Background: an optimization exercise with open tools, aiming at small area, a short achievable clock period and few clock cycles. Do not read the settings as production practice. RTL that was checked went through simulation tests only; none was proved equivalent to the original. Function not checked in runs 1 to 4: the RTL went through the layout flow alone. Power and IR drop assume default switching activity.

[flow/design.v]
module mx_quant (
    input  wire [14:0] it,
    input  wire [1:0]  fmt,     
    input  wire [2:0]  rnd,     
    input  wire        spec,    
    output wire [7:0]  elem,
    output wire        uf,
    output wire        nx
);
    localparam [2:0] RNE = 3'd0, RTZ = 3'd1, RU = 3'd2, RD = 3'd3, RNA = 3'd4;
    function round_up;
        input [2:0] mode;
        input       neg, lsb, g, s;
        begin
            case (mode)
                RNE:     round_up = g & (s | lsb);
                RU:      round_up = ~neg & (g | s);
                RD:      round_up = neg & (g | s);
                RNA:     round_up = g;
                default: round_up = 1'b0;
            endcase
        end
    endfunction
    wire       sgn  = it[14];
    wire       zero = it[13];
    wire [4:0] ef   = it[12:8];
    wire [2:0] sh   = it[7:5];
    wire [3:0] f    = it[4:1];
    wire       st   = it[0];
    wire fb3 = (fmt == 2'd0) | (fmt == 2'd3);    
    wire [9:0] p = {1'b1, f, 5'b0} >> sh;
    wire [6:0] code = fb3 ? {ef[3:0], p[8:6]} : {ef, p[8:7]};
    wire       lsb  = fb3 ? p[6] : p[7];
    wire       g    = fb3 ? p[5] : p[6];
    wire       s    = (fb3 ? (|p[4:0]) : (|p[5:0])) | st;
    wire       up   = round_up(rnd, sgn, lsb, g, s);
    wire [6:0] code_inc = code + 7'd1;
    wire [6:0] rsum     = up ? code_inc : code;
    reg [6:0] maxc;
    reg       ovf;
    always @* begin
        case (fmt)
            2'd0:    begin maxc = 7'h7E; ovf = (code == 7'h7F) | (up & (code == 7'h7E)); end
            2'd1:    begin maxc = 7'h7B; ovf = up & (code == 7'h7B); end
            default: begin maxc = 7'h1F; ovf = up & (code[4:0] == 5'h1F); end
        endcase
    end
    wire [6:0] mag     = ovf ? maxc : rsum;
    wire       inexact = g | s;
    wire allones = fb3 ? (&f[3:1]) : (&f[3:2]);
    wire g_full  = fb3 ? f[0] : f[1];
    wire s_full  = fb3 ? st : (f[0] | st);
    wire reach   = (sh == 3'd1) & allones & round_up(rnd, sgn, 1'b1, g_full, s_full);
    wire tiny    = (sh != 3'd0) & ~reach;
    wire [6:0] magz = zero ? 7'd0 : mag;
    assign elem = spec ? 8'd0 : (fmt[1] ? {2'b00, sgn, magz[4:0]} : {sgn, magz});
    assign nx   = ~spec & ~zero & (inexact | ovf);
    assign uf   = ~spec & ~zero & inexact & tiny;
endmodule
module kn4_mx_pack (
    input  wire         clk,
    input  wire         rst,           
    input  wire         in_valid,
    output wire         in_ready,
    input  wire [31:0]  in_data,       
    input  wire [1:0]   in_fmt,        
    input  wire [2:0]   in_rnd,        
    output reg          out_valid,
    input  wire         out_ready,
    output reg  [7:0]   out_scale,     
    output reg  [255:0] out_elem,      
    output reg  [3:0]   out_flags      
);
    reg        ir_v;                   
    reg [5:0]  occ;                    
    reg [4:0]  n;                      
    reg [5:0]  r;                      
    reg        f_v, b_v;               
    reg [4:0]  wc;                     
    reg        rdy;                    
    wire pop  = (r != 6'd0) & ~b_v;
    wire load = ir_v & (~occ[5] | pop);
    assign in_ready = rdy;
    reg [31:0] ir_d;
    reg [1:0]  ir_fmt;
    reg [2:0]  ir_rnd;
    always @(posedge clk) begin
        if (in_ready) begin
            ir_d   <= in_data;
            ir_fmt <= in_fmt;
            ir_rnd <= in_rnd;
        end
    end
    wire        sgn   = ir_d[31];
    wire [7:0]  ex    = ir_d[30:23];
    wire [22:0] fr    = ir_d[22:0];
    wire        ex_z  = (ex == 8'd0);
    wire        ex_f  = (&ex);
    wire        fr_nz = (fr != 23'd0);
    wire        is_nan  = ex_f & fr_nz;
    wire        is_inf  = ex_f & ~fr_nz;
    wire        is_zero = ex_z & ~fr_nz;
    wire        z16 = ~(|fr[22:7]);
    wire [22:0] nb  = z16 ? {fr[6:0], 16'd0} : fr;
    wire        k1  = ~z16 & (|fr[2:0]);
    wire        z8  = ~(|nb[22:15]);
    wire [22:3] nc  = z8 ? {nb[14:3], 8'd0} : nb[22:3];
    wire        k2  = |nc[10:3];
    wire        z4  = ~(|nc[22:19]);
    wire [22:11] nd = z4 ? {nc[18:11], 4'd0} : nc[22:11];
    wire        k3  = |nd[14:11];
    wire        z2  = ~(|nd[22:21]);
    wire [22:15] ne = z2 ? {nd[20:15], 2'd0} : nd[22:15];
    wire        k4  = |ne[16:15];
    wire        z1  = ~ne[22];
    wire [22:17] ng = z1 ? {ne[21:17], 1'b0} : ne[22:17];
    wire        k5  = ng[17];
    wire [4:0]  lz  = {z16, z8, z4, z2, z1};
    wire [8:0]  c_ex = is_zero ? 9'd0 :
                       ex_z    ? {4'd0, 5'd23 - lz} :
                                 ({1'b0, ex} + 9'd23);
    wire [3:0]  c_f  = ex_z ? ng[21:18] : fr[22:19];
    wire        c_st = ex_z ? (k1 | k2 | k3 | k4 | k5) : (|fr[18:0]);
    wire [14:0] cin  = {sgn, c_ex, c_f, c_st};
    reg [1:0] fb_fmt;
    reg [2:0] fb_rnd;
    reg [7:0] fb_mx;                   
    reg       fb_spec, fb_nv;
    function [3:0] emax_of;
        input [1:0] fm;
        case (fm)
            2'd0:    emax_of = 4'd8;
            2'd1:    emax_of = 4'd15;
            2'd2:    emax_of = 4'd4;
            default: emax_of = 4'd2;
        endcase
    endfunction
    function [4:0] cf_of;
        input [1:0] fm;
        case (fm)
            2'd0:    cf_of = 5'd15;
            2'd1:    cf_of = 5'd30;
            2'd2:    cf_of = 5'd7;
            default: cf_of = 5'd3;
        endcase
    endfunction
    wire       first   = (n == 5'd0);
    wire [1:0] fmt_c   = first ? ir_fmt : fb_fmt;
    wire [2:0] rnd_c   = first ? ir_rnd : fb_rnd;
    wire [7:0] mx_prev = first ? {4'd0, emax_of(ir_fmt)} : fb_mx;
    wire [7:0] mx_c    = (ex > mx_prev) ? ex : mx_prev;
    wire       spec_c  = (~first & fb_spec) | ex_f;
    wire       nv_c    = (~first & fb_nv) | is_inf | (is_nan & ~fr[22]);
    wire       trans   = load & (n == 5'd31);
    always @(posedge clk) begin
        if (load) begin
            fb_fmt  <= fmt_c;
            fb_rnd  <= rnd_c;
            fb_mx   <= mx_c;
            fb_spec <= spec_c;
            fb_nv   <= nv_c;
        end
    end
    reg signed [9:0] hd_kn1;
    always @(posedge clk) begin
        if (trans)
            hd_kn1 <= $signed({5'd0, cf_of(fb_fmt)}) - 10'sd23 - $signed({2'd0, mx_c});
    end
    wire [14:0] stg [0:31];
    genvar gi;
    generate
        for (gi = 0; gi < 32; gi = gi + 1) begin : g_fifo
            reg  [14:0] q;
            wire en = (load & (gi <= n)) | (pop & (gi + r >= 32));
            always @(posedge clk) begin
                if (en) q <= (gi == 0) ? cin : stg[(gi == 0) ? 0 : gi - 1];
            end
            assign stg[gi] = q;
        end
    endgenerate
    wire [14:0] hv   = stg[31];
    wire        h_z  = (hv[13:5] == 9'd0);
    wire signed [9:0] ef = $signed({1'b0, hv[13:5]}) + hd_kn1;    
    wire        h_nm = ~ef[9] & (ef != 10'd0);
    wire [9:0]  ns   = 10'd1 - ef;                                
    wire [2:0]  h_sh = h_nm ? 3'd0 : ((ns > 10'd5) ? 3'd5 : ns[2:0]);
    wire [4:0]  h_ef = h_nm ? ef[4:0] : 5'd0;
    wire [14:0] item = {hv[14], h_z, h_ef, h_sh, hv[4:0]};
    reg [1:0] op_fmt;
    reg [2:0] op_rnd;
    reg       op_spec, op_nv;
    reg [7:0] op_scale;
    always @(posedge clk) begin
        if (pop && r == 6'd32) begin
            op_fmt   <= fb_fmt;
            op_rnd   <= fb_rnd;
            op_spec  <= fb_spec;
            op_nv    <= fb_nv;
            op_scale <= fb_spec ? 8'hFF : (fb_mx - {4'd0, emax_of(fb_fmt)});
        end
    end
    reg [14:0] fq, bq;
    wire wr = f_v & ((wc != 5'd0) | ~out_valid | out_ready);
    always @(posedge clk) begin
        if (~f_v | wr)
            fq <= b_v ? bq : item;
        else if (pop)
            bq <= item;
    end
    wire [7:0] q_elem;
    wire       q_uf, q_nx;
    mx_quant u_q (
        .it(fq), .fmt(op_fmt), .rnd(op_rnd), .spec(op_spec),
        .elem(q_elem), .uf(q_uf), .nx(q_nx)
    );
    wire out_free = ~out_valid | out_ready;
    genvar gj;
    generate
        for (gj = 0; gj < 32; gj = gj + 1) begin : g_out
            wire we = f_v & (wc == gj) & ((gj != 0) | out_free);
            always @(posedge clk) begin
                if (we) out_elem[8*gj +: 8] <= q_elem;
            end
        end
    endgenerate
    always @(posedge clk) begin
        if (wr) begin
            if (wc == 5'd0) begin
                out_scale <= op_scale;
                out_flags <= {op_nv, 1'b0, q_uf, q_nx};
            end else begin
                out_flags[1:0] <= out_flags[1:0] | {q_uf, q_nx};
            end
        end
    end
    wire       ir_v_n = in_ready ? in_valid : ir_v;
    wire [5:0] occ_n  = occ + {5'd0, load} - {5'd0, pop};
    wire [5:0] r_n    = trans ? 6'd32 : (r - {5'd0, pop});
    wire       b_v_n  = (~f_v | wr) ? 1'b0 : (pop | b_v);
    always @(posedge clk) begin
        if (rst) begin
            ir_v      <= 1'b0;
            occ       <= 6'd0;
            n         <= 5'd0;
            r         <= 6'd0;
            f_v       <= 1'b0;
            b_v       <= 1'b0;
            wc        <= 5'd0;
            out_valid <= 1'b0;
            rdy       <= 1'b1;
        end else begin
            ir_v <= ir_v_n;
            occ  <= occ_n;
            n    <= n + {4'd0, load};
            r    <= r_n;
            b_v  <= b_v_n;
            rdy  <= ~ir_v_n | ~occ_n[5] | ((r_n != 6'd0) & ~b_v_n);
            if (~f_v | wr)
                f_v <= b_v | pop;
            if (wr)
                wc <= wc + 5'd1;
            if (wr && wc == 5'd31)
                out_valid <= 1'b1;
            else if (out_ready)
                out_valid <= 1'b0;
        end
    end
endmodule
[flow/flow/run.sh]
#!/bin/bash
# Own layout flow: the standard synthesis unchanged, then the standard ORFS
# layout with plain buffers on the ports and timing repair aimed below the
# clock period (SETUP_SLACK_MARGIN) so that the achieved period shrinks.
set -euo pipefail
MARGIN=${MARGIN:-10.8}
bash standard.sh synth > synth.log 2>&1
bash standard.sh "BUFFER_PORTS_ARGS=-buffer_cell sky130_fd_sc_hd__buf_1" \
    "SETUP_SLACK_MARGIN=$MARGIN" finish > layout.log 2>&1
[flow/standard.sh]
#!/bin/bash
# synth_recipe.tcl (not shown) runs the flow's synth.tcl, then flattens the netlist and writes it again
# the make line also repeats each setting of config.mk as NAME=value (left out here)
make -C /OpenROAD-flow-scripts/flow DESIGN_CONFIG=/design/flow/config.mk WORK_HOME=/design/flow/orfs CLKGATE_MAP_FILE= SYNTH_SCRIPT=/design/flow/synth_recipe.tcl "${@:-finish}"
[flow/config.mk]
export PLATFORM = sky130hd
export DESIGN_NAME = kn4_mx_pack
export DESIGN_NICKNAME = kn4_mx_pack
export VERILOG_FILES = /design/flow/design.v
export SDC_FILE = /design/flow/constraint.sdc
export NUM_CORES = 4
export LEC_CHECK = 0
export CAP_MARGIN = 20
export CORE_MARGIN = 2
export CORE_UTILIZATION = 40
export CTS_CLUSTER_SIZE = 30
export PLACE_DENSITY = 0.6
export SLEW_MARGIN = 20
[flow/constraint.sdc]
create_clock -name core_clock -period 15.0 [get_ports {clk}]
set_input_delay 3.0000 -clock core_clock [delete_from_list [all_inputs] [get_ports {clk}]]
set_output_delay 3.0000 -clock core_clock [all_outputs]
set_load 0.01 [all_outputs]
==> qor.tcl, run 1 <==
set qor(nFillCells) 6597
set qor(detail_route.wirelength_um) 63100
set qor(final-max-slew-violation-count) 0
set qor(final_core_utilization) 0.481
set qor(final.setup.worst_slack_ps) 10660
set qor(timing.critical_path.slowest_cell_delay_ps) 510
set qor(drt_first_iter_violations) 1274
set qor(critPathBufInv) 1
set qor(critical_path_required_ps) 12000
set qor(layout_min_cycle_time_ps) 4340
set qor(die_width_um) 285
set qor(type_of_the_worst_setup_path) {flip-flop to output port}
set qor(post_layout_nonfiller_instances) 3253
set qor(worst_hold_slack_ps) 374
set qor(cts.sinks) 881
set qor(clkTransAtPathRegs_ps) 60
set qor(hpwl_um) 43200
set qor(gp_routability_congestion) 0.875
set qor(place.port_buffers) 309
set qor(final_layout_size_suffix_gt1_frac) 0.226
set qor(final_antenna_net_count) 0
set qor(synth.lib_cells_used.distinct) 78
set qor(tns_ps) 0
set qor(multi_input_comb_area_mm2) 0.00517
set qor(power_leakage_nw) 13.2
set qor(peakVddDrop_mv) 0.0999
set qor(gr-usage-all-layers) 0.152
set qor(count_of_flip_flops_with_a_built_in_enable_after_synthesis) 854
set qor(cell_family_contributing_the_most_delay_on_the_critical_path) {flip-flops}
set qor(hold_path.class) {flip-flop to flip-flop}
set qor(num_antenna_cells) 0
set qor(gr-total-overflow) 0
set qor(area.sequential_mm2) 0.0262
set qor(clock-root-buffer) {clkbuf_16}
set qor(cts.htree.levels) 3
set qor(clock_tree_from_tritoncts) {done}
set qor(postSynth.asyncResetShare) 0
set qor(initial_utilization) 0.402
set qor(finalHoldViolCount) 0
set qor(layout-area-overhead-vs-synth_pct) 19.7
set qor(setup.worst_path.end_class) {output port}
set qor(synth_area_mm2) 0.0316
set qor(timing.final.crit_share) 0.289
set qor(clock_path_buffers) 3
set qor(fin_worst_skew_ps) 69.5
set qor(avgRoutedWirePerCell_um) 19.4
set qor(drt-pass1-iter-count) 5
set qor(grt_antenna_before_repair) 1
set qor(report.final.setup_viol) 0
set qor(detailedPlace.worstSlack_ps) 9940
set qor(yosys_register_bits) 881
set qor(drt_drc_violations_left) 0
set qor(timing.critical_path.fanout_max) 1
set qor(critical_path.cell_chain) {buf_1}
set qor(crit_cells) 1
set qor(max_freq_mhz) 230
set qor(number_of_global_route_vias_before_repair) 16133
set qor(worst_path_max_delay_cell) {edfxtp_1}
set qor(worstMarginPinSlew_ps) 1060
set qor(synthesis.instances) 1713
set qor(power_density_mw_per_mm2) 198
set qor(ys_seq_area_frac) 0.829
set qor(worst-endpoint-arrival_ps) 1340
set qor(clk_latency_ps) 670
set qor(drv.max_cap_violation_count) 0
set qor(layout.cell_area.non_filler_mm2) 0.0378
set qor(syn-mean-instance-area_um2) 18.4
set qor(timing.reg2reg.worst_path_depth) 22
set qor(maximum_number_of_pins_on_one_net_before_global_route_repair) 39
set qor(synth_top_flop_cell) {edfxtp_1}
set qor(top_level_ports) 311
set qor(status) {no timing/DRC/antenna violations}
set qor(totalPowerFinal_mw) 7.47
set qor(fin_nets) 2237
set qor(placed_cells) 3070
set qor(synth_fp_nets) 1818
set qor(die_height_um) 285
set qor(number_of_buffers_inserted_during_clock_tree_synthesis) 88
set qor(num_vias) 16254
set qor(num_rows) 103
set qor(placed_cell_area_mm2) 0.0343
set qor(wire_length_of_the_first_global_routing_pass_um) 95200
set qor(relSlewSlack) 0.291
set qor(timing.hold.worst_path_depth) 0
set qor(synth.yosys.warnings) 2
set qor(route.detailed.vias_per_inst) 5.00
set qor(r2r_setup_slack_ps) 10860
set qor(critical_path.startpoint_type) {flip-flop}
set qor(rsz_0062_raised_after_global_routing) {true}
set qor(placeableCoreArea_mm2) 0.0786
set qor(fp.dieArea_mm2) 0.0812
[where the power goes]
part / switching, mW / internal, mW / total [mW]
logic: 0.941 / 0.444 / 1.38
registers: 0.241 / 3.68 / 3.92
clock network: 0.914 / 1.26 / 2.17
[sequential cells by signal (all words and copies together), names as in the netlist, 8 cells and up]
register / count
ir_d: 32
out_scale: 8
op_scale: 8
g_fifo.q: 480
fb_mx: 8
out_elem: 256
fq: 15
bq: 15
hd_kn1: 10
[cell usage after synthesis (all sizes together) (3+ instances only)]
cell type / number / area (um2)
dfxtp: 27 / 541
nor3: 26 / 130
o22ai: 24 / 150
and2: 11 / 68.8
xnor2: 23 / 201
nor4: 11 / 81.3
clkbuf: 32 / 120
nor3b: 4 / 30.0
xor2: 17 / 149
o21ai: 37 / 189
a211o: 3 / 26.3
a211oi: 3 / 22.5
a31oi: 14 / 100
o211ai: 7 / 52.6
mux2: 21 / 236
o32ai: 4 / 35.0
nor2b: 24 / 150
o31ai: 9 / 72.6
or3: 10 / 62.6
o211a: 3 / 30.0
a221oi: 7 / 61.3
nand4: 9 / 56.3
nand2b: 15 / 93.8
edfxtp: 854 / 25600
or2: 13 / 81.3
nand2: 61 / 229
a21oi: 59 / 314
a41oi: 3 / 26.3
o21a: 8 / 60.1
o21bai: 5 / 37.5
and3: 10 / 67.6
nor2: 107 / 402
a21boi: 8 / 60.1
o221ai: 3 / 26.3
fa: 4 / 80.1
inv: 61 / 229
a21o: 21 / 158
nand3: 18 / 90.1
mux2i: 26 / 260
nand3b: 5 / 37.5
buf: 14 / 82.6
ha: 60 / 751
[logic make-up after synthesis]
kind of cell	count (synthesis)	share of synthesized area
AOI/OAI and AO/OA	240	0.0514
adders and majority gates	64	0.0263
muxes	48	0.0164
buffers and inverters	107	0.0137
and+or+nand+nor	332	0.0521
xor gates and xnor gates	40	0.0111
DFF	881	0.829
other	1	0.000119
[final timing paths]
| path | startpoint | end |
|---|---|---|
| hold reg to reg | ir_rnd[2]$_DFFE_PP_ | fb_rnd[2]$_DFFE_PP_ |
| setup / recovery | out_scale[0]$_DFFE_PP_ | out_scale[0] |
| hold / removal | ir_rnd[2]$_DFFE_PP_ | fb_rnd[2]$_DFFE_PP_ |
| setup reg to reg | n[4]$_SDFF_PP0_ | hd_kn1[8]$_DFFE_PP_ |
[area by class of cell]
cell class / count / area share
multi-input combinational: 726 / 0.137
sequential: 881 / 0.693
clock inverter: 48 / 0.0154
inverter: 61 / 0.00615
tap: 1050 / 0.0347
timing repair buffer: 374 / 0.0522
clock buffer: 113 / 0.0618
[per-layer routing]
metal,wire [um],track usage,up-vias
li1,-,-,7456
met1,26400,0.196,8166
met2,31400,0.255,516
met3,3580,0.0335,116
met4,1810,0.0538,0
met5,0,0,-
[cell usage in the layout (no fill, tap or decap), drive strengths merged, types with 27 or more instances in the layout]
cell type	n
edfxtp	854
buf	263
clkbuf	224
nor2	107
inv	64
nand2	61
ha	60
a21oi	59
o21ai	37
clkinv	34
dfxtp	27
[timing repair]
item / CTS / global route
buffers inserted: 9 / 12
pin swaps: 3 / 10
hold buffers: 0 / 0
gates cloned: 0 / 1
setup endpoints to repair: 426 / 538
resized for setup: 131 / 139
==> run 2, diff against run 1 <==
--- a/flow/flow/run.sh
+++ b/flow/flow/run.sh
@@ -4,5 +4,5 @@
 # clock period (SETUP_SLACK_MARGIN) so that the achieved period shrinks.
 set -euo pipefail
-MARGIN=${MARGIN:-10.8}
+MARGIN=${MARGIN:-11.1}
 bash standard.sh synth > synth.log 2>&1
 bash standard.sh "BUFFER_PORTS_ARGS=-buffer_cell sky130_fd_sc_hd__buf_1" \
==> run 2 against run 1 <==
Net effect:
- still clean on timing, DRC and antenna
- synthesized area unchanged
- global-route usage up 0.41 points
- register-to-register slack better by 90 ps
- critical endpoint unchanged
- largest cell class unchanged
- largest power group unchanged
==> qor.tcl, run 2 <==
set qor(final_layout_size_suffix_gt1_frac) 0.258 ;# +0.0329
set qor(critical_path.startpoint_type) {flip-flop}
set qor(totalPowerFinal_mw) 7.55 ;# +1.1%
set qor(hold_path.class) {flip-flop to flip-flop}
set qor(synth_compound_area_frac) 0.0514 ;# unchanged
set qor(tns_ps) 0 ;# unchanged
set qor(timing.final.crit_share) 0.288 ;# -0.00114
set qor(drt_drc_violations_left) 0 ;# unchanged
set qor(ys_seq_area_frac) 0.829 ;# unchanged
set qor(clock-root-buffer) {clkbuf_16}
set qor(critical_path.cell_chain) {buf_1}
set qor(report.final.setup_viol) 0 ;# unchanged
set qor(post_layout_nonfiller_instances) 3263 ;# +0.31%
set qor(post_synth_mux_area_share) 0.0164 ;# unchanged
set qor(wire_length_of_the_first_global_routing_pass_um) 96900 ;# +1.8%
set qor(timing.hold.worst_path_depth) 0 ;# unchanged
set qor(gp_routability_congestion) 0.881 ;# +0.62%
set qor(fin_nets) 2246 ;# +0.40%
set qor(fp.dieArea_mm2) 0.0812 ;# unchanged
set qor(critPathBufInv) 1 ;# unchanged
set qor(route.detailed.vias_per_inst) 5.05 ;# +0.98%
set qor(power_leakage_nw) 13.4 ;# +1.6%
set qor(layout_min_cycle_time_ps) 4320 ;# -17.1 ps
set qor(power_density_mw_per_mm2) 197 ;# -0.14%
set qor(top_level_ports) 311 ;# unchanged
set qor(synth_adder_area_share) 0.0263 ;# unchanged
set qor(cts.htree.levels) 3 ;# unchanged
set qor(top_regs) {g_fifo.q: 480 flops, out_elem: 256 flops, ir_d: 32 flops}
set qor(synth_simple_gate_area_share) 0.0521 ;# unchanged
set qor(fin_worst_skew_ps) 23.7 ;# -45.8 ps
set qor(cts.sinks) 881 ;# unchanged
set qor(synth_top_flop_cell) {edfxtp_1}
set qor(timing.reg2reg.worst_path_depth) 21 ;# -4.5%
set qor(status) {no timing/DRC/antenna violations}
set qor(gr-usage-all-layers) 0.156 ;# +0.00410
set qor(yosysTopAreaCellShare) 0.812 ;# unchanged
set qor(postSynth.asyncResetShare) 0 ;# unchanged
set qor(worst-endpoint-arrival_ps) 1320 ;# -20 ps
set qor(num_vias) 16463 ;# +1.3%
set qor(timing.critical_path.fanout_max) 1 ;# unchanged
set qor(layout-area-overhead-vs-synth_pct) 21.2
set qor(post_synthesis_cell_type_with_the_largest_combined_area) {edfxtp_1}
set qor(place.port_buffers) 309 ;# unchanged
set qor(critical_path_required_ps) 12000 ;# about the same
set qor(avgRoutedWirePerCell_um) 20.0 ;# +3.0%
set qor(final_common_cell) {edfxtp_1}
set qor(syn-mean-instance-area_um2) 18.4 ;# unchanged
set qor(synthesis.instances) 1713 ;# unchanged
set qor(setup.worst_path.start) {out_scale[0]$_DFFE_PP_}
set qor(die_width_um) 285 ;# unchanged
set qor(synth.yosys.warnings) 2 ;# unchanged
set qor(initial_utilization) 0.402 ;# unchanged
set qor(setup.worst_path.end_class) {output port}
set qor(synth.lib_cells_used.distinct) 78 ;# unchanged
set qor(maximum_number_of_pins_on_one_net_before_global_route_repair) 39 ;# unchanged
set qor(die_height_um) 285 ;# unchanged
set qor(clock_path_buffers) 3 ;# unchanged
set qor(hpwl_um) 44100 ;# +2.2%
set qor(synth_top_family_by_area) {simple AND/OR/NAND/NOR gates}
set qor(type_of_the_worst_setup_path) {flip-flop to output port}
set qor(worstReg2RegStart) {n[2]$_SDFF_PP0_}
set qor(worst_path_max_delay_cell) {edfxtp_1}
set qor(cell_family_contributing_the_most_delay_on_the_critical_path) {flip-flops}
set qor(relSlewSlack) 0.262 ;# -0.0283
set qor(number_of_buffers_inserted_during_clock_tree_synthesis) 88 ;# unchanged
set qor(crit_cells) 1 ;# unchanged
set qor(clock_tree_from_tritoncts) {done}
set qor(num_rows) 103 ;# unchanged
set qor(rsz_0062_raised_after_global_routing) {true}
set qor(synth.area.top_cells) {edfxtp_1 (81%), ha_1 (2.4%), dfxtp_1 (1.7%)}
set qor(yosys_register_bits) 881 ;# unchanged
set qor(synth_area_mm2) 0.0316 ;# unchanged
set qor(finalHoldViolCount) 0 ;# unchanged
set qor(post_synth_xor_area_fraction) 0.0111 ;# unchanged
set qor(gr-total-overflow) 0 ;# unchanged
set qor(num_antenna_cells) 0 ;# unchanged
set qor(drt-pass1-iter-count) 5 ;# unchanged
set qor(placeableCoreArea_mm2) 0.0786 ;# unchanged
set qor(worst_hold_slack_ps) 411 ;# +37.5 ps
set qor(worstMarginPinSlew_ps) 1100 ;# +42.4 ps
set qor(drv.max_cap_violation_count) 0 ;# unchanged
set qor(clk_latency_ps) 640 ;# -30 ps
set qor(synth.most_common_cell) {edfxtp_1}
set qor(top_register) {g_fifo.q}
set qor(largest_register_ff_count) 480 ;# unchanged
set qor(final_cell_mix) {edfxtp_1 (854), clkbuf_2 (129), buf_2 (106)}
set qor(placed_cells) 3067 ;# -0.098%
set qor(detail_route.wirelength_um) 65200 ;# +3.3%
set qor(drt_first_iter_violations) 1243 ;# -2.4%
set qor(final_antenna_net_count) 0 ;# unchanged
set qor(number_of_global_route_vias_before_repair) 16097 ;# -0.22%
set qor(grt_antenna_before_repair) 1 ;# unchanged
set qor(count_of_flip_flops_with_a_built_in_enable_after_synthesis) 854 ;# unchanged
set qor(final-max-slew-violation-count) 0 ;# unchanged
set qor(hold_start) {op_scale[5]$_SDFFCE_PP1P_}
set qor(clkTransAtPathRegs_ps) 60 ;# about the same
set qor(max_freq_mhz) 231 ;# +0.40%
set qor(timing.critical_path.slowest_cell_delay_ps) 510 ;# about the same
set qor(synthTopCellsByCount) {edfxtp_1 (854), nor2_1 (107), inv_1 (61), nand2_1 (61), ha_1 (60)}
set qor(peakVddDrop_mv) 0.113 ;# +13%
set qor(final_core_utilization) 0.487 ;# +0.00589
set qor(synth_fp_nets) 1818 ;# unchanged
-- run 2: cell count changes in the layout (fill, tap and decap cells not counted), moves of 5 or more --
cell,change
buf_1,-37
buf_6,+18
clkbuf_2,+18
buf_2,+9
buf_4,-5
clkbuf_1,-5
clkbuf_8,+5
clkinvlp_4,+5
nor2b_1,-5
-- run 2: final cells by class --
cell class              count  area [um2]
clock inverters            52         592
flip-flops and latches    881       26200
inverters                  61         233
multi-input cells         726        5350
fillers                  6596       40300
repair buffers            383        2230
well taps                1050        1310
clock buffers             110        2340
-- run 2: what timing repair did --
action,in CTS,in global routing
buffers inserted,28,5
hold buffers,0,0
resized for setup,187,181
cloned,1,0
setup endpoints to repair,649,503
pin swaps,18,21
-- run 2: worst register-to-register path, stage by stage (launching register included) --
cell and delay, ps:
dfxtp_4 350, nor3_4 240, nand2_4 100, mux2_4 330, ha_4 160, nor2b_4 120
o31ai_2 180, a21o_1 150, a21oi_2 60, o21ai_2 170, o31ai_4 120, mux2_4 340
ha_4 180, fa_2 370, nor2b_2 150, o21ai_2 70, a21boi_2 150, o21a_1 150
o21ai_0 90, a21oi_1 150, nor2_1 60, xnor2_1 120
-- run 2: routing by layer --
| metal | wire length, um | global-route usage |
|---|---|---|
| met5 | 0 | 0 |
| met4 | 1700 | 0.0552 |
| met3 | 3170 | 0.0272 |
| met2 | 32600 | 0.260 |
| met1 | 27700 | 0.209 |
-- run 2: path summary, 6_finish.rpt --
kind	to	slack, ps
setup / recovery	out_scale[0]	10680
hold / removal	out_scale[5]$_DFFE_PP_	410
setup reg to reg	hd_kn1[8]$_DFFE_PP_	10950
hold reg to reg	out_scale[5]$_DFFE_PP_	410
-- run 2: cell families (layout without fill, tap and decap cells) --
| group | count (synthesis) | count (layout) |
|---|---|---|
| compound gates | 240 | 241 |
| xor+xnor | 40 | 40 |
| fa+ha+maj | 64 | 64 |
| buf+inv | 107 | 606 |
| flops | 881 | 881 |
| mux | 48 | 48 |
| other cells | 1 | 1 |
| simple gates | 332 | 332 |
-- run 2: power breakdown --
| group | switching [mW] | internal (mW) | total [mW] |
|---|---|---|---|
| Combinational | 0.969 | 0.484 | 1.45 |
| Sequential | 0.244 | 3.68 | 3.92 |
| Clock | 0.916 | 1.26 | 2.18 |
| Total | 2.13 | 5.42 | 7.55 |
-- run 2: through the flow --
stage / setup slack, ps / area (um2)
2_1_floorplan: 10800 / 31800
3_3_place_gp: 10210 / 34300
3_5_place_dp: 10130 / 34300
4_1_cts: 10640 / 37900
5_1_grt: 10640 / 38300
6_report: 10680 / 38300
==> run 3, diff against run 2 <==
--- a/flow/flow/run.sh
+++ b/flow/flow/run.sh
@@ -4,5 +4,5 @@
 # clock period (SETUP_SLACK_MARGIN) so that the achieved period shrinks.
 set -euo pipefail
-MARGIN=${MARGIN:-11.1}
+MARGIN=${MARGIN:-10.9}
 bash standard.sh synth > synth.log 2>&1
 bash standard.sh "BUFFER_PORTS_ARGS=-buffer_cell sky130_fd_sc_hd__buf_1" \
--- a/flow/config.mk
+++ b/flow/config.mk
@@ -9,5 +9,6 @@
 export CORE_MARGIN = 2
 export CORE_UTILIZATION = 40
-export CTS_CLUSTER_SIZE = 30
+export CTS_CLUSTER_DIAMETER = 80
+export CTS_CLUSTER_SIZE = 35
 export PLACE_DENSITY = 0.6
 export SLEW_MARGIN = 20
==> run 3 against run 2 <==
Net effect:
- still clean
- global-route usage decreased by 0.93 points
- sequential share of layout area increased by 3.5 points
- cell area decreased by 4.9%
- setup slack got worse by 11 ps
- routed wire length decreased by 4.4%
- sequential power about the same
- largest power group unchanged
==> qor.tcl, run 3 <==
set qor(fin_nets) 2189 ;# -2.5%
set qor(placed_cell_area_mm2) 0.0343 ;# about the same
set qor(final_layout_size_suffix_gt1_frac) 0.225 ;# -0.0335
set qor(place.port_buffers) 309 ;# unchanged
set qor(syn-mean-instance-area_um2) 18.4 ;# unchanged
set qor(clkTransAtPathRegs_ps) 120 ;# +60 ps
set qor(synth.area.top_cells) {edfxtp_1 (81%), ha_1 (2.4%), dfxtp_1 (1.7%)}
set qor(grt_antenna_before_repair) 0 ;# -1
set qor(cts.sinks) 881 ;# unchanged
set qor(post_synthesis_cell_type_with_the_largest_combined_area) {edfxtp_1}
set qor(clockPowerShare) 0.196 ;# -0.092
set qor(gr-usage-met1) 0.197 ;# -0.0113
set qor(top_regs) {g_fifo.q: 480 flops, out_elem: 256 flops, ir_d: 32 flops}
set qor(synthesis.instances) 1713 ;# unchanged
set qor(yosysTopAreaCellShare) 0.812 ;# unchanged
set qor(synth_top_family_by_area) {simple AND/OR/NAND/NOR gates}
set qor(tns_ps) 0 ;# unchanged
set qor(critical_path.cell_chain) {clkbuf_2}
set qor(maximum_number_of_pins_on_one_net_before_global_route_repair) 39 ;# unchanged
set qor(critical_path.startpoint_type) {flip-flop}
set qor(critPathBufInv) 1 ;# unchanged
set qor(worst-endpoint-arrival_ps) 1330 ;# about the same
set qor(timing.critical_path.fanout_max) 1 ;# unchanged
set qor(max_freq_mhz) 231 ;# -0.25%
set qor(placeableCoreArea_mm2) 0.0786 ;# unchanged
set qor(layout_min_cycle_time_ps) 4330 ;# +10.6 ps
set qor(post_synth_xor_area_fraction) 0.0111 ;# unchanged
set qor(comb_power_share) 0.214 ;# +0.022
set qor(relSlewSlack) 0.236 ;# -0.0262
set qor(final-max-slew-violation-count) 0 ;# unchanged
set qor(worstReg2RegStart) {n[2]$_SDFF_PP0_}
set qor(r2r_setup_slack_ps) 10790 ;# -160 ps
set qor(power_leakage_nw) 12.6 ;# -6.4%
set qor(ys_seq_area_frac) 0.829 ;# unchanged
set qor(timing.final.crit_share) 0.289 ;# +0.000707
set qor(cts.htree.levels) 2 ;# -1
set qor(power_density_mw_per_mm2) 182 ;# -8.0%
set qor(synth.lib_cells_used.distinct) 78 ;# unchanged
set qor(num_antenna_cells) 0 ;# unchanged
set qor(number_of_global_route_vias_before_repair) 15394 ;# -4.4%
set qor(gr-usage-all-layers) 0.147 ;# -0.00935
set qor(top_register) {g_fifo.q}
set qor(gp_routability_congestion) 0.880 ;# about the same
set qor(wire_length_of_the_first_global_routing_pass_um) 92600 ;# -4.4%
set qor(number_of_buffers_inserted_during_clock_tree_synthesis) 38 ;# -57%
set qor(final.setup.worst_slack_ps) 10670 ;# -10.6 ps
set qor(gr-total-overflow) 0 ;# unchanged
set qor(die_height_um) 285 ;# unchanged
set qor(synth.most_common_cell) {edfxtp_1}
set qor(detailedPlace.worstSlack_ps) 10140 ;# +17.2 ps
set qor(p_int_mw) 4.66 ;# -14%
set qor(route.detailed.vias_per_inst) 5.04 ;# about the same
set qor(num_vias) 15926 ;# -3.3%
set qor(hold_path.class) {flip-flop to flip-flop}
set qor(synth_area_mm2) 0.0316 ;# unchanged
set qor(grt-busiest-layer) {met2}
set qor(netSwitchingPower_mw) 1.95 ;# -8.2%
set qor(clock-root-buffer) {clkbuf_16}
set qor(synth.yosys.warnings) 2 ;# unchanged
set qor(drt_drc_violations_left) 0 ;# unchanged
set qor(placed_cells) 3068 ;# +0.033%
set qor(count_of_flip_flops_with_a_built_in_enable_after_synthesis) 854 ;# unchanged
set qor(groute.layer.met3.usage) 0.0200 ;# -0.00720
set qor(seq_power_share) 0.591 ;# +0.072
set qor(post_layout_nonfiller_instances) 3157 ;# -3.2%
set qor(hold_path_end) {g_fifo[5].q[13]$_DFFE_PP_}
set qor(status) {no timing/DRC/antenna violations}
set qor(cell_family_contributing_the_most_delay_on_the_critical_path) {flip-flops}
set qor(largest_register_ff_count) 480 ;# unchanged
set qor(peakVddDrop_mv) 0.115 ;# +2.3%
set qor(crit-reg2reg-capture) {hd_kn1[8]$_DFFE_PP_}
set qor(type_of_the_worst_setup_path) {flip-flop to output port}
set qor(report.final.setup_viol) 0 ;# unchanged
set qor(rsz_0062_raised_after_global_routing) {true}
set qor(synth_compound_area_frac) 0.0514 ;# unchanged
set qor(post_synth_mux_area_share) 0.0164 ;# unchanged
set qor(drt_first_iter_violations) 1298 ;# +4.4%
set qor(detail_route.wirelength_um) 62300 ;# -4.4%
set qor(avgRoutedWirePerCell_um) 19.7 ;# -1.2%
set qor(num_rows) 103 ;# unchanged
set qor(worst_path_max_delay_cell) {edfxtp_1}
set qor(swShare) 0.295 ;# +0.0136
set qor(timing.hold.worst_path_depth) 0 ;# unchanged
set qor(synth_fp_nets) 1818 ;# unchanged
set qor(clock_path_buffers) 3 ;# unchanged
set qor(synth_adder_area_share) 0.0263 ;# unchanged
set qor(layout-area-overhead-vs-synth_pct) 15.3
set qor(timing.critical_path.slowest_cell_delay_ps) 540 ;# +30 ps
set qor(fp.dieArea_mm2) 0.0812 ;# unchanged
set qor(critical_path_required_ps) 12000 ;# about the same
set qor(fin_worst_skew_ps) 43.8 ;# +20.1 ps
set qor(worst_hold_slack_ps) 399 ;# -11.8 ps
set qor(synth_top_flop_cell) {edfxtp_1}
set qor(synthTopCellsByCount) {edfxtp_1 (854), nor2_1 (107), inv_1 (61), nand2_1 (61), ha_1 (60)}
set qor(timing.reg2reg.worst_path_depth) 22 ;# +4.8%
set qor(use_met2) 0.255 ;# -0.00438
set qor(yosys_register_bits) 881 ;# unchanged
set qor(nFillCells) 6766 ;# +2.6%
set qor(hpwl_um) 43600 ;# -1.2%
set qor(worstMarginPinSlew_ps) 1140 ;# +39.1 ps
set qor(final_antenna_net_count) 0 ;# unchanged
set qor(layout.cell_area.non_filler_mm2) 0.0364 ;# -4.9%
set qor(hold_start) {g_fifo[4].q[13]$_DFFE_PP_}
set qor(drt-pass1-iter-count) 7 ;# +2
set qor(die_width_um) 285 ;# unchanged
set qor(clk_latency_ps) 620 ;# -20 ps
set qor(initial_utilization) 0.402 ;# unchanged
set qor(final_common_cell) {edfxtp_1}
set qor(synth_simple_gate_area_share) 0.0521 ;# unchanged
set qor(clock_tree_from_tritoncts) {done}
set qor(drv.max_cap_violation_count) 0 ;# unchanged
set qor(final_cell_mix) {edfxtp_1 (854), clkbuf_2 (132), buf_2 (111)}
set qor(finalHoldViolCount) 0 ;# unchanged
set qor(postSynth.asyncResetShare) 0 ;# unchanged
set qor(top_level_ports) 311 ;# unchanged
set qor(setup.worst_path.end_class) {output port}
==> run 3: timing repair <==
item | in CTS | in global routing
gates cloned | 0 | 2
gates resized for setup | 157 | 169
pin swaps | 5 | 18
buffers inserted | 19 | 5
hold buffers | 0 | 0
endpoints found under the setup margin | 506 | 499
==> run 3: power by group through the flow <==
stage	clock network, mW	logic [mW]	registers, mW
6_report	1.29	1.41	3.91
5_1_grt	1.42	1.56	3.96
4_1_cts	1.34	1.39	3.91
3_5_place_dp	0	1.36	3.97
3_3_place_gp	0	1.32	3.95
2_1_floorplan	0	0.909	3.87
==> run 3: worst max path at each step <==
stage	endpoint	cells after the start	slack [ps]	from
finish	out_scale[0]	1	10670	out_scale[0]$_DFFE_PP_
global route	hd_kn1[8]$_DFFE_PP_	22	10530	n[2]$_SDFF_PP0_
CTS	out_scale[0]	1	10630	out_scale[0]$_DFFE_PP_
detailed placement	hd_kn1[8]$_DFFE_PP_	22	10140	n[3]$_SDFF_PP0_
global placement	hd_kn1[8]$_DFFE_PP_	22	10230	n[3]$_SDFF_PP0_
floorplan	out_elem[100]$_DFFE_PP_	18	10800	op_fmt[1]$_DFFE_PP_
==> run 3: layout make-up <==
| type | instances | area, um2 | share of cell area |
|---|---|---|---|
| Inverter | 61 | 233 | 0.00639 |
| Sequential cell | 881 | 26200 | 0.720 |
| Tap cell | 1050 | 1310 | 0.0361 |
| Clock buffer | 42 | 987 | 0.0271 |
| Clock inverter | 21 | 317 | 0.00869 |
| Multi-Input combinational cell | 727 | 5290 | 0.145 |
| Timing Repair Buffer | 375 | 2070 | 0.0569 |
==> run 3: cells by family after synthesis <==
logic type,Yosys count
buffers and inverters,107
adder cells (fa/ha/maj),64
AO/OA/AOI/OAI,240
multiplexers,48
XOR/XNOR,40
AND/OR/NAND/NOR,332
other,1
flip-flops,881
==> run 3: through the flow <==
| step | util | power, mW |
|---|---|---|
| 4_1_cts | 0.458 | 6.65 |
| 2_1_floorplan | - | 4.78 |
| 3_5_place_dp | 0.437 | 5.32 |
| 5_1_grt | 0.463 | 6.95 |
| 3_3_place_gp | 0.437 | 5.28 |
| 6_report | 0.463 | 6.61 |
==> run 3: routing by layer <==
metal,up-vias,wire [um]
met2,406,31600
met5,-,0
met1,8129,26800
met3,76,2790
li1,7315,-
met4,0,1200
==> run 4, diff against run 3 <==
--- a/flow/config.mk
+++ b/flow/config.mk
@@ -8,7 +8,7 @@
 export CAP_MARGIN = 20
 export CORE_MARGIN = 2
-export CORE_UTILIZATION = 40
-export CTS_CLUSTER_DIAMETER = 80
-export CTS_CLUSTER_SIZE = 35
-export PLACE_DENSITY = 0.6
+export CORE_UTILIZATION = 60
+export CTS_CLUSTER_DIAMETER = 60
+export CTS_CLUSTER_SIZE = 30
+export PLACE_DENSITY = 0.7
 export SLEW_MARGIN = 20
==> run 4 against run 3 <==
Net effect:
- utilization grew 23 points
- via count grew 0.91%
- synthesized cell count stayed put
- worst hold slack better by 14 ps
- flip-flop and latch count unchanged
- largest cell class unchanged
- highest routed layer unchanged
==> qor.tcl, run 4 <==
set qor(timing.reg2reg.worst_path_depth) 22 ;# unchanged
set qor(report.final.setup_viol) 0 ;# unchanged
set qor(critical_path.startpoint_type) {flip-flop}
set qor(gr-usage-all-layers) 0.216 ;# +0.0688
set qor(clock-root-buffer) {clkbuf_16}
set qor(final-max-slew-violation-count) 0 ;# unchanged
set qor(gr-total-overflow) 0 ;# unchanged
set qor(synth_top_flop_cell) {edfxtp_1}
set qor(die_height_um) 233 ;# -18%
set qor(clock_tree_from_tritoncts) {done}
set qor(layout_min_cycle_time_ps) 4260 ;# -71.1 ps
set qor(final_common_cell) {edfxtp_1}
set qor(crit-reg2reg-capture) {hd_kn1[8]$_DFFE_PP_}
set qor(detail_route.wirelength_um) 59700 ;# -4.1%
set qor(layout-area-overhead-vs-synth_pct) 15.5
set qor(timing.critical_path.slowest_cell_delay_ps) 490 ;# -50 ps
set qor(syn-mean-instance-area_um2) 18.4 ;# unchanged
set qor(cts.sinks) 881 ;# unchanged
set qor(synthTopCellsByCount) {edfxtp_1 (854), nor2_1 (107), inv_1 (61), nand2_1 (61), ha_1 (60)}
set qor(count_of_flip_flops_with_a_built_in_enable_after_synthesis) 854 ;# unchanged
set qor(crit_cells) 1 ;# unchanged
set qor(cts.htree.levels) 2 ;# unchanged
set qor(hpwl_um) 40200 ;# -7.9%
set qor(wire_length_of_the_first_global_routing_pass_um) 88900 ;# -4.0%
set qor(clk_latency_ps) 610 ;# about the same
set qor(die_width_um) 233 ;# -18%
set qor(worst-endpoint-arrival_ps) 1260 ;# -70 ps
set qor(synth.lib_cells_used.distinct) 78 ;# unchanged
set qor(top_register) {g_fifo.q}
set qor(max_freq_mhz) 235 ;# +1.7%
set qor(synth.yosys.warnings) 2 ;# unchanged
set qor(post_synthesis_cell_type_with_the_largest_combined_area) {edfxtp_1}
set qor(number_of_global_route_vias_before_repair) 15650 ;# +1.7%
set qor(synth_fp_nets) 1818 ;# unchanged
set qor(power_leakage_nw) 12.9 ;# +2.3%
set qor(clock_path_buffers) 3 ;# unchanged
set qor(clkTransAtPathRegs_ps) 100 ;# -20 ps
set qor(synth.area.top_cells) {edfxtp_1 (81%), ha_1 (2.4%), dfxtp_1 (1.7%)}
set qor(largest_register_ff_count) 480 ;# unchanged
set qor(final_cell_mix) {edfxtp_1 (854), clkbuf_2 (191), nor2_1 (104)}
set qor(synth_area_mm2) 0.0316 ;# unchanged
set qor(num_vias) 16071 ;# +0.91%
set qor(drt_first_iter_violations) 1348 ;# +3.9%
set qor(route.detailed.vias_per_inst) 5.69 ;# +13%
set qor(critPathBufInv) 1 ;# unchanged
set qor(synthesis.instances) 1713 ;# unchanged
set qor(setup.worst_path.start) {out_elem[150]$_DFFE_PP_}
set qor(postSynth.asyncResetShare) 0 ;# unchanged
set qor(yosysTopAreaCellShare) 0.812 ;# unchanged
set qor(maximum_number_of_pins_on_one_net_before_global_route_repair) 38 ;# -2.6%
set qor(cell_family_contributing_the_most_delay_on_the_critical_path) {flip-flops}
set qor(placeableCoreArea_mm2) 0.0523 ;# -33%
set qor(number_of_buffers_inserted_during_clock_tree_synthesis) 46 ;# +21%
set qor(drt_drc_violations_left) 0 ;# unchanged
set qor(status) {no timing/DRC/antenna violations}
set qor(crit_path_end) {out_elem[150]}
set qor(fp.dieArea_mm2) 0.0545 ;# -33%
set qor(worstReg2RegStart) {n[3]$_SDFF_PP0_}
set qor(num_rows) 84 ;# -18%
set qor(hold_path.class) {flip-flop to flip-flop}
set qor(r2r_setup_slack_ps) 10900 ;# +110 ps
set qor(type_of_the_worst_setup_path) {flip-flop to output port}
set qor(top_level_ports) 311 ;# unchanged
set qor(avgRoutedWirePerCell_um) 21.1 ;# +7.1%
set qor(rsz_0062_raised_after_global_routing) {true}
set qor(critical_path_required_ps) 12000 ;# about the same
set qor(power_density_mw_per_mm2) 187 ;# +2.7%
set qor(tns_ps) 0 ;# unchanged
set qor(ys_seq_area_frac) 0.829 ;# unchanged
set qor(final_antenna_net_count) 0 ;# unchanged
set qor(initial_utilization) 0.604 ;# +0.202
set qor(critical_path.cell_chain) {clkbuf_2}
set qor(setup.worst_path.end_class) {output port}
set qor(yosys_register_bits) 881 ;# unchanged
set qor(timing.final.crit_share) 0.284 ;# -0.00474
set qor(final_layout_size_suffix_gt1_frac) 0.240 ;# +0.0152
set qor(timing.critical_path.fanout_max) 1 ;# unchanged
set qor(worst_path_max_delay_cell) {edfxtp_1}
set qor(synth.most_common_cell) {edfxtp_1}
set qor(drv.max_cap_violation_count) 0 ;# unchanged
set qor(relSlewSlack) 0.205 ;# -0.0311
set qor(top_regs) {g_fifo.q: 480 flops, out_elem: 256 flops, ir_d: 32 flops}
set qor(gp_routability_congestion) 0.866 ;# -1.6%
set qor(place.port_buffers) 309 ;# unchanged
set qor(finalHoldViolCount) 0 ;# unchanged
set qor(fin_worst_skew_ps) 21.7 ;# -22.1 ps
set qor(worstMarginPinSlew_ps) 1190 ;# +46.5 ps
set qor(worst_hold_slack_ps) 413 ;# +13.7 ps
set qor(drt-pass1-iter-count) 8 ;# +1
set qor(peakVddDrop_mv) 0.116 ;# +0.88%
set qor(grt_antenna_before_repair) 1 ;# +1
set qor(fin_nets) 2205 ;# +0.73%
## run 4: cell types whose count changed in the layout (fill, tap and decap cells not counted), sizes merged
cell and delta:
diode +1, inv +7, a21o -1, buf -52, clkinv +1, bufbuf +2, clkbuf +70, clkinvlp +2
## run 4: worst min-delay path by stage
stage | startpoint | to | cells after the start
final | g_fifo[18].q[0]$_DFFE_PP_ | g_fifo[19].q[0]$_DFFE_PP_ | 0
after detailed placement | g_fifo[10].q[8]$_DFFE_PP_ | g_fifo[11].q[8]$_DFFE_PP_ | 0
after global routing | ir_rnd[0]$_DFFE_PP_ | fb_rnd[0]$_DFFE_PP_ | 0
after global placement | g_fifo[14].q[4]$_DFFE_PP_ | g_fifo[15].q[4]$_DFFE_PP_ | 0
after CTS | ir_rnd[0]$_DFFE_PP_ | fb_rnd[0]$_DFFE_PP_ | 0
after floorplan | ir_rnd[0]$_DFFE_PP_ | fb_rnd[0]$_DFFE_PP_ | 0
## run 4: power by group
part / switching [mW] / internal [mW] / leakage (nW)
logic: 0.933 / 0.465 / 3.80
clock network: 0.816 / 0.674 / 0.810
registers: 0.251 / 3.67 / 8.24
total: 2.00 / 4.81 / 12.9
## run 4: cell families (layout without fill, tap and decap cells)
logic type      after synthesis  after routing  synth area share
compound gates              240            241            0.0514
other cells                   1              2          0.000119
flops                       881            881             0.829
mux                          48             48            0.0164
xor+xnor                     40             40            0.0111
fa+ha+maj                    64             64            0.0263
buf+inv                     107            529            0.0137
simple gates                332            332            0.0521
## run 4: layout make-up
class | instances | area (um2)
Multi-Input combinational cell | 726 | 5280
Clock inverter | 31 | 449
Tap cell | 688 | 861
Timing Repair Buffer | 384 | 2220
Antenna cell | 1 | 2.50
Fill cell | 3360 | 15800
Sequential cell | 881 | 26200
Clock buffer | 53 | 1250
Inverter | 61 | 233
## run 4: layer usage
| metal | GRT usage | share of wire | vias up |
|---|---|---|---|
| met2 | 0.368 | 0.50 | 624 |
| li1 | - | - | 7355 |
| met1 | 0.279 | 0.40 | 7975 |
| met4 | 0.0809 | 0.035 | 0 |
| met3 | 0.0403 | 0.068 | 117 |
| met5 | 0 | 0 | - |
## run 4: timing repair
item / in CTS / in global routing
hold endpoints to repair: 0 / 0
endpoints found under the setup margin: 432 / 474
setup buffers: 27 / 5
hold buffers: 0 / 0
pin swaps: 11 / 17
gates resized for setup: 110 / 231
cloned: 2 / 1
## run 4: per-stage QoR
stage	power, mW	std cells	util	setup slack [ps]	area [um2]
4_1_cts	6.84	2818	0.689	10700	36100
2_1_floorplan	4.78	1713	-	10800	31700
5_1_grt	7.15	2824	0.697	10680	36500
3_3_place_gp	5.25	2705	0.647	10230	33900
6_report	6.81	2825	0.697	10740	36500
3_5_place_dp	5.30	2705	0.647	10190	33900
==> run 5, diff against run 4 <==
--- a/flow/design.v
+++ b/flow/design.v
@@ -85,6 +85,7 @@
     reg [1:0]  ir_fmt;
     reg [2:0]  ir_rnd;
-    always @(posedge clk) begin
-        if (in_ready) begin
+    wire ir_free = ~ir_v | ~occ[5] | pop;      
+    always @(posedge clk) begin
+        if (ir_free) begin
             ir_d   <= in_data;
             ir_fmt <= in_fmt;
@@ -117,7 +118,7 @@
     wire        k5  = ng[17];
     wire [4:0]  lz  = {z16, z8, z4, z2, z1};
-    wire [8:0]  c_ex = is_zero ? 9'd0 :
-                       ex_z    ? {4'd0, 5'd23 - lz} :
-                                 ({1'b0, ex} + 9'd23);
+    wire [8:0]  c_ex = is_zero ? 9'h100 :
+                       ex_z    ? (9'd0 - {4'd0, lz}) :
+                                 {1'b0, ex};
     wire [3:0]  c_f  = ex_z ? ng[21:18] : fr[22:19];
     wire        c_st = ex_z ? (k1 | k2 | k3 | k4 | k5) : (|fr[18:0]);
@@ -165,5 +166,5 @@
     always @(posedge clk) begin
         if (trans)
-            hd_kn1 <= $signed({5'd0, cf_of(fb_fmt)}) - 10'sd23 - $signed({2'd0, mx_c});
+            hd_kn1 <= $signed({5'd0, cf_of(fb_fmt)}) - $signed({2'd0, mx_c});
     end
     wire [14:0] stg [0:31];
@@ -180,6 +181,6 @@
     endgenerate
     wire [14:0] hv   = stg[31];
-    wire        h_z  = (hv[13:5] == 9'd0);
-    wire signed [9:0] ef = $signed({1'b0, hv[13:5]}) + hd_kn1;    
+    wire        h_z  = (hv[13:5] == 9'h100);
+    wire signed [9:0] ef = $signed({hv[13], hv[13:5]}) + hd_kn1;    
     wire        h_nm = ~ef[9] & (ef != 10'd0);
     wire [9:0]  ns   = 10'd1 - ef;                                
@@ -234,5 +235,5 @@
         end
     end
-    wire       ir_v_n = in_ready ? in_valid : ir_v;
+    wire       ir_v_n = ir_free ? in_valid : ir_v;
     wire [5:0] occ_n  = occ + {5'd0, load} - {5'd0, pop};
     wire [5:0] r_n    = trans ? 6'd32 : (r - {5'd0, pop});
--- a/flow/flow/run.sh
+++ b/flow/flow/run.sh
@@ -4,5 +4,5 @@
 # clock period (SETUP_SLACK_MARGIN) so that the achieved period shrinks.
 set -euo pipefail
-MARGIN=${MARGIN:-10.9}
+MARGIN=${MARGIN:-10.6}
 bash standard.sh synth > synth.log 2>&1
 bash standard.sh "BUFFER_PORTS_ARGS=-buffer_cell sky130_fd_sc_hd__buf_1" \
==> run 5 against run 4 <==
Net effect:
- clock skew grew 23 ps
- sequential share of layout area grew 2.3 points
- combinational power shrank 4%
- largest cell class unchanged
==> qor.tcl, run 5 <==
set qor(num_antenna_cells) 0 ;# -1
set qor(post_synth_mux_area_share) 0.00982 ;# -0.00661
set qor(synthesis.instances) 1705 ;# -0.47%
set qor(place.port_buffers) 309 ;# unchanged
set qor(synth.yosys.warnings) 2 ;# unchanged
set qor(worst_path_max_delay_cell) {edfxtp_1}
set qor(maximum_number_of_pins_on_one_net_before_global_route_repair) 39 ;# +2.6%
set qor(totalPowerFinal_mw) 6.71 ;# -1.5%
set qor(power_density_mw_per_mm2) 190 ;# +1.9%
set qor(max_freq_mhz) 237 ;# +0.85%
set qor(hpwl_um) 38400 ;# -4.3%
set qor(post_synth_xor_area_fraction) 0.00923 ;# -0.00186
set qor(synth.area.top_cells) {edfxtp_1 (82%), ha_1 (2.2%), dfxtp_1 (1.7%)}
set qor(clock-root-buffer) {clkbuf_16}
set qor(finalHoldViolCount) 0 ;# unchanged
set qor(timing.hold.worst_path_depth) 0 ;# unchanged
set qor(top_level_ports) 311 ;# unchanged
set qor(rsz_0062_raised_after_global_routing) {false}
set qor(grt_antenna_before_repair) 0 ;# -1
set qor(final_common_cell) {edfxtp_1}
set qor(relSlewSlack) 0.343 ;# +0.138
set qor(detail_route.wirelength_um) 56500 ;# -5.3%
set qor(synth_adder_area_share) 0.0235 ;# -0.00281
set qor(number_of_buffers_inserted_during_clock_tree_synthesis) 45 ;# -2.2%
set qor(fin_nets) 2166 ;# -1.8%
set qor(number_of_global_route_vias_before_repair) 15083 ;# -3.6%
set qor(critPathBufInv) 1 ;# unchanged
set qor(nFillCells) 3326 ;# -1.0%
set qor(drv.max_cap_violation_count) 0 ;# unchanged
set qor(num_rows) 83 ;# -1.2%
set qor(worstMarginPinSlew_ps) 978 ;# -210 ps
set qor(type_of_the_worst_setup_path) {flip-flop to output port}
set qor(timing.critical_path.slowest_cell_delay_ps) 340 ;# -150 ps
set qor(syn-mean-instance-area_um2) 18.4 ;# -0.37%
set qor(fin_worst_skew_ps) 44.4 ;# +22.7 ps
set qor(worstReg2RegStart) {n[3]$_SDFF_PP0_}
set qor(setup.worst_path.start) {out_elem[11]$_DFFE_PP_}
set qor(dr_wl_met3_um) 3780 ;# -6.4%
set qor(top_regs) {g_fifo.q: 480 flops, out_elem: 256 flops, ir_d: 32 flops}
set qor(hold_start) {g_fifo[9].q[1]$_DFFE_PP_}
set qor(cell_family_contributing_the_most_delay_on_the_critical_path) {flip-flops}
set qor(critical_path.cell_chain) {buf_1}
set qor(gr-total-overflow) 0 ;# unchanged
set qor(critical_path_required_ps) 12000 ;# about the same
set qor(final_cell_mix) {edfxtp_1 (853), buf_1 (308), nor2_1 (123)}
set qor(gp_routability_congestion) 0.883 ;# +2.0%
set qor(setup.worst_path.end_class) {output port}
set qor(ys_seq_area_frac) 0.835 ;# +0.00603
set qor(yosysTopAreaCellShare) 0.818 ;# +0.00588
set qor(die_width_um) 233 ;# -0.41%
set qor(fp.dieArea_mm2) 0.0541 ;# -0.82%
set qor(yosys_register_bits) 880 ;# -0.11%
set qor(tns_ps) 0 ;# unchanged
set qor(wl_met1_um) 23300 ;# -2.2%
set qor(final-max-slew-violation-count) 0 ;# unchanged
set qor(timing.critical_path.fanout_max) 1 ;# unchanged
set qor(gr-usage-all-layers) 0.207 ;# -0.00828
set qor(synth.most_common_cell) {edfxtp_1}
set qor(post_synthesis_cell_type_with_the_largest_combined_area) {edfxtp_1}
set qor(synth_compound_area_frac) 0.0498 ;# -0.00168
set qor(report.final.setup_viol) 0 ;# unchanged
set qor(timing.final.crit_share) 0.282 ;# -0.00240
set qor(drt_drc_violations_left) 0 ;# unchanged
set qor(cts.htree.levels) 2 ;# unchanged
set qor(synth_area_mm2) 0.0313 ;# -0.84%
set qor(placeableCoreArea_mm2) 0.0515 ;# -1.6%
set qor(cts.sinks) 880 ;# -0.11%
set qor(wire_length_of_the_first_global_routing_pass_um) 85600 ;# -3.7%
set qor(synth_fp_nets) 1803 ;# -0.83%
set qor(worst-endpoint-arrival_ps) 1230 ;# -30 ps
set qor(drt_first_iter_violations) 1201 ;# -11%
set qor(clkTransAtPathRegs_ps) 100 ;# about the same
set qor(postSynth.asyncResetShare) 0 ;# unchanged
set qor(synthTopCellsByCount) {edfxtp_1 (853), nor2_1 (125), nand2_1 (69)}
set qor(layout-area-overhead-vs-synth_pct) 12.7
set qor(route.detailed.vias_per_inst) 5.65 ;# -0.60%
set qor(route.met2.wl_um) 28100 ;# -5.7%
set qor(timing.reg2reg.worst_path_depth) 18 ;# -18%
set qor(peakVddDrop_mv) 0.110 ;# -5.4%
set qor(final_layout_size_suffix_gt1_frac) 0.0936 ;# -0.147
set qor(count_of_flip_flops_with_a_built_in_enable_after_synthesis) 853 ;# -0.12%
set qor(top_register) {g_fifo.q}
set qor(die_height_um) 233 ;# -0.41%
set qor(dr.max_layer_used) {met4}
set qor(avgRoutedWirePerCell_um) 20.4 ;# -3.6%
set qor(power_leakage_nw) 11.8 ;# -8.3%
set qor(clock_tree_from_tritoncts) {done}
set qor(synth_simple_gate_area_share) 0.0591 ;# +0.00703
set qor(synth_top_family_by_area) {simple AND/OR/NAND/NOR gates}
set qor(initial_utilization) 0.608 ;# +0.00461
set qor(final_antenna_net_count) 0 ;# unchanged
set qor(clk_latency_ps) 620 ;# about the same
set qor(synth_top_flop_cell) {edfxtp_1}
set qor(status) {no timing/DRC/antenna violations}
set qor(critical_path.startpoint_type) {flip-flop}
set qor(clock_path_buffers) 3 ;# unchanged
set qor(crit_cells) 1 ;# unchanged
set qor(num_vias) 15686 ;# -2.4%
set qor(drt-pass1-iter-count) 5 ;# -3
set qor(hold_path.class) {flip-flop to flip-flop}
set qor(post_cts_hold_buffer_count) 0 ;# unchanged
set qor(synth.lib_cells_used.distinct) 77 ;# -1.3%
set qor(layout_min_cycle_time_ps) 4230 ;# -36.0 ps
set qor(largest_register_ff_count) 480 ;# unchanged
==> run 5: cell types whose count changed after synthesis, sizes merged, moves of 6 or more <==
cell,change
mux2i,-17
ha,-6
nand2,+9
xnor2,-8
a211oi,+6
and2,+8
nor2,+18
o21ai,-6
==> run 5: final timing paths <==
path	slack, ps	to
setup / recovery	10770	out_elem[11]
hold / removal	400	g_fifo[10].q[1]$_DFFE_PP_
setup reg to reg	10810	hd_kn1[8]$_DFFE_PP_
hold reg to reg	400	g_fifo[10].q[1]$_DFFE_PP_
==> run 5: layer usage <==
| metal | up-vias | global-route usage |
|---|---|---|
| li1 | 7245 | - |
| met1 | 7742 | 0.279 |
| met2 | 618 | 0.356 |
| met3 | 81 | 0.0320 |
| met4 | 0 | 0.0593 |
| met5 | - | 0 |
==> run 5: power breakdown <==
group          total, mW  switching (mW)  internal, mW
Combinational       1.34           0.917         0.424
Sequential          3.93           0.242          3.68
Clock               1.44           0.786         0.657
==> run 5: cell type report <==
cell class	instances	area [um2]	area share
clock buffers	47	1150	0.0327
multi-input cells	719	4880	0.138
inverters	57	214	0.00606
flip-flops and latches	880	26200	0.741
clock inverters	26	443	0.0125
repair buffers	365	1590	0.0452
well taps	680	851	0.0241
==> run 5: cells by family (layout without fill, tap and decap cells) <==
logic type      Yosys count  after routing
buf+inv                 107            495
compound gates          227            227
flops                   880            880
other cells               1              1
xor+xnor                 33             33
mux                      28             28
fa+ha+maj                57             57
simple gates            372            373
==> run 5: worst register-to-register path, delay by kind of cell, from the launching register on <==
kind	cells	cell delay (ps)
multiplexers	2	480
AO/OA/AOI/OAI	5	650
buffers and inverters	1	170
adder cells (fa/ha/maj)	3	670
AND/OR/NAND/NOR	7	1610
flip-flops	1	370
==> run 5: timing repair <==
item / CTS / global route
gates cloned: 1 / 0
pin swaps: 1 / 7
gates resized for setup: 9 / 14
setup buffers: 3 / 10
setup endpoints to repair: 6 / 4
==> run 5: through the flow <==
stage               setup slack (ps)  instances   util  hold WS, ps  area (um2)
floorplan                      10630       1705      -          400       31400
global placement               10090       2686  0.650          400       33500
detailed placement             10090       2686  0.650          405       33500
global route                   10590       2774  0.685          401       35300
CTS                            10620       2763  0.682          398       35200
finish                         10770       2774  0.685          400       35300
Testbench counts of run 5, summed over its fixed seeds: cycles 12,568.
==> run 6, diff against run 5 <==
--- a/flow/flow/run.sh
+++ b/flow/flow/run.sh
@@ -4,5 +4,5 @@
 # clock period (SETUP_SLACK_MARGIN) so that the achieved period shrinks.
 set -euo pipefail
-MARGIN=${MARGIN:-10.6}
+MARGIN=${MARGIN:-10.9}
 bash standard.sh synth > synth.log 2>&1
 bash standard.sh "BUFFER_PORTS_ARGS=-buffer_cell sky130_fd_sc_hd__buf_1" \
==> run 6 against run 5 <==
Net effect:
- sequential power hardly changed
- routed wire length is 1.5% higher
- worst hold slack better by 2.3 ps
- flip-flop and latch count stayed put
- setup slack better by 28 ps
- critical path depth stayed put
- global-route usage is 0.28 points higher
- fmax is 0.66% higher
- largest cell class unchanged
- highest routed layer unchanged
==> qor.tcl, run 6 <==
set qor(synthTopCellsByCount) {edfxtp_1 (853), nor2_1 (125), nand2_1 (69)}
set qor(drt-pass1-iter-count) 5 ;# unchanged
set qor(num_vias) 15751 ;# +0.41%
set qor(yosysTopAreaCellShare) 0.818 ;# unchanged
set qor(drv.max_cap_violation_count) 0 ;# unchanged
set qor(final_layout_size_suffix_gt1_frac) 0.217 ;# +0.123
set qor(critPathBufInv) 1 ;# unchanged
set qor(critical_path.cell_chain) {buf_2}
set qor(worst_hold_slack_ps) 402 ;# +2.34 ps
set qor(timing.reg2reg.worst_path_depth) 19 ;# +1
set qor(clock-root-buffer) {clkbuf_16}
set qor(crit-reg2reg-capture) {hd_kn1[8]$_DFFE_PP_}
set qor(layout-area-overhead-vs-synth_pct) 14.1
set qor(clk_latency_ps) 610 ;# about the same
set qor(wire_length_of_the_first_global_routing_pass_um) 86700 ;# +1.3%
set qor(final-max-slew-violation-count) 0 ;# unchanged
set qor(max_freq_mhz) 238 ;# +0.66%
set qor(worst-endpoint-arrival_ps) 1200 ;# -30 ps
set qor(count_of_flip_flops_with_a_built_in_enable_after_synthesis) 853 ;# unchanged
set qor(status) {no timing/DRC/antenna violations}
set qor(relSlewSlack) 0.299 ;# -0.0435
set qor(tns_ps) 0 ;# unchanged
set qor(gr-usage-all-layers) 0.210 ;# +0.00277
set qor(peakVddDrop_mv) 0.107 ;# -2.8%
set qor(syn-mean-instance-area_um2) 18.4 ;# unchanged
set qor(setup.worst_path.end_class) {output port}
set qor(final_antenna_net_count) 0 ;# unchanged
set qor(num_rows) 83 ;# unchanged
set qor(synth_top_flop_cell) {edfxtp_1}
set qor(gr-total-overflow) 0 ;# unchanged
set qor(hpwl_um) 38700 ;# +0.67%
set qor(place.port_buffers) 309 ;# unchanged
set qor(largest_register_ff_count) 480 ;# unchanged
set qor(maximum_number_of_pins_on_one_net_before_global_route_repair) 39 ;# unchanged
set qor(num_antenna_cells) 0 ;# unchanged
set qor(fin_worst_skew_ps) 26.1 ;# -18.3 ps
set qor(worstReg2RegStart) {n[3]$_SDFF_PP0_}
set qor(detail_route.wirelength_um) 57400 ;# +1.5%
set qor(r2r_setup_slack_ps) 10910 ;# +100 ps
set qor(rsz_0062_raised_after_global_routing) {true}
set qor(number_of_global_route_vias_before_repair) 15195 ;# +0.74%
set qor(drt_first_iter_violations) 1239 ;# +3.2%
set qor(number_of_buffers_inserted_during_clock_tree_synthesis) 46 ;# +2.2%
set qor(post_layout_nonfiller_instances) 2781 ;# +0.25%
set qor(top_regs) {g_fifo.q: 480 flops, out_elem: 256 flops, ir_d: 32 flops}
set qor(worstMarginPinSlew_ps) 1050 ;# +68.9 ps
set qor(top_level_ports) 311 ;# unchanged
set qor(timing.critical_path.slowest_cell_delay_ps) 420 ;# +80 ps
set qor(cts.sinks) 880 ;# unchanged
-- run 6: cell counts after synthesis --
Identical to the previous run, type by type.
-- run 6: repair_timing --
| item | CTS | global route |
|---|---|---|
| setup endpoints to repair | 309 | 338 |
| cloned | 1 | 0 |
| hold buffers | 0 | 0 |
| pin swaps | 1 | 4 |
| resized for setup | 64 | 217 |
| buffers inserted | 3 | 14 |
| endpoints found under the hold margin | 0 | 0 |
-- run 6: cell families (layout without fill, tap and decap cells) --
kind of cell / count (synthesis) / in the layout / share of synthesized area
other cells: 1 / 1 / 0.000120
flops: 880 / 880 / 0.835
mux: 28 / 28 / 0.00982
fa+ha+maj: 57 / 57 / 0.0235
compound gates: 227 / 227 / 0.0498
xor+xnor: 33 / 33 / 0.00923
simple gates: 372 / 373 / 0.0591
buf+inv: 107 / 502 / 0.0136
-- run 6: report_power, final --
group	total (mW)	switching, mW	internal, mW
sequential	3.93	0.248	3.68
combinational	1.35	0.917	0.432
clock	1.45	0.795	0.653
-- run 6: cell type report --
| type | instances | area (um2) | share of cell area |
|---|---|---|---|
| Inverter | 57 | 214 | 0.00598 |
| Multi-Input combinational cell | 719 | 4940 | 0.138 |
| Timing Repair Buffer | 367 | 1950 | 0.0546 |
| Tap cell | 680 | 851 | 0.0238 |
| Clock inverter | 30 | 438 | 0.0122 |
| Sequential cell | 880 | 26200 | 0.732 |
| Clock buffer | 48 | 1180 | 0.0330 |
-- run 6: worst max path at each step --
stage / cells after the start / to / startpoint
after global placement: 18 / hd_kn1[8]$_DFFE_PP_ / n[3]$_SDFF_PP0_
after floorplan: 23 / hd_kn1[8]$_DFFE_PP_ / n[4]$_SDFF_PP0_
after global routing: 19 / hd_kn1[8]$_DFFE_PP_ / n[3]$_SDFF_PP0_
after detailed placement: 19 / hd_kn1[8]$_DFFE_PP_ / n[3]$_SDFF_PP0_
final: 1 / out_elem[215] / out_elem[215]$_DFFE_PP_
after CTS: 19 / hd_kn1[8]$_DFFE_PP_ / n[3]$_SDFF_PP0_
-- run 6: per-layer routing --
| layer | part of all wire | track usage |
|---|---|---|
| met1 | 0.41 | 0.278 |
| met5 | 0 | 0 |
| met2 | 0.51 | 0.372 |
| met3 | 0.062 | 0.0344 |
| met4 | 0.016 | 0.0430 |
-- run 6: metrics by stage --
stage | util | area (um2)
2_1_floorplan | - | 31500
3_3_place_gp | 0.652 | 33600
3_5_place_dp | 0.652 | 33600
4_1_cts | 0.686 | 35300
5_1_grt | 0.694 | 35700
6_report | 0.694 | 35700

re-timing with driven ports:
In the flow no input, the clock included, has a driving cell. The finished layouts below were timed again as built, in two steps.
Step 1, drivers: a clkbuf_16 drives clk and a buf_2 each remaining input, both assumed.
Step 2, shift: input delay + t, output delay - t, t = (earliest + latest rising clock arrival at the registers) / 2. This alone moves slack from input paths to output paths.
a / b / c = no drivers / after step 1 / after step 2; a / b = the first two.
run | shift t [ns] | setup WS [ns]
run 1 | 0.700 | 10.659 / 10.594 / 10.356
run 2 | 0.690 | 10.676 / 10.615 / 10.519
run 3 | 0.659 | 10.666 / 10.603 / 10.523
run 4 | 0.661 | 10.737 / 10.677 / 10.538
run 5 | 0.649 | 10.773 / 10.721 / 10.243
run 6 | 0.651 | 10.801 / 10.749 / 10.547
After both steps setup and hold are still met in every run listed.
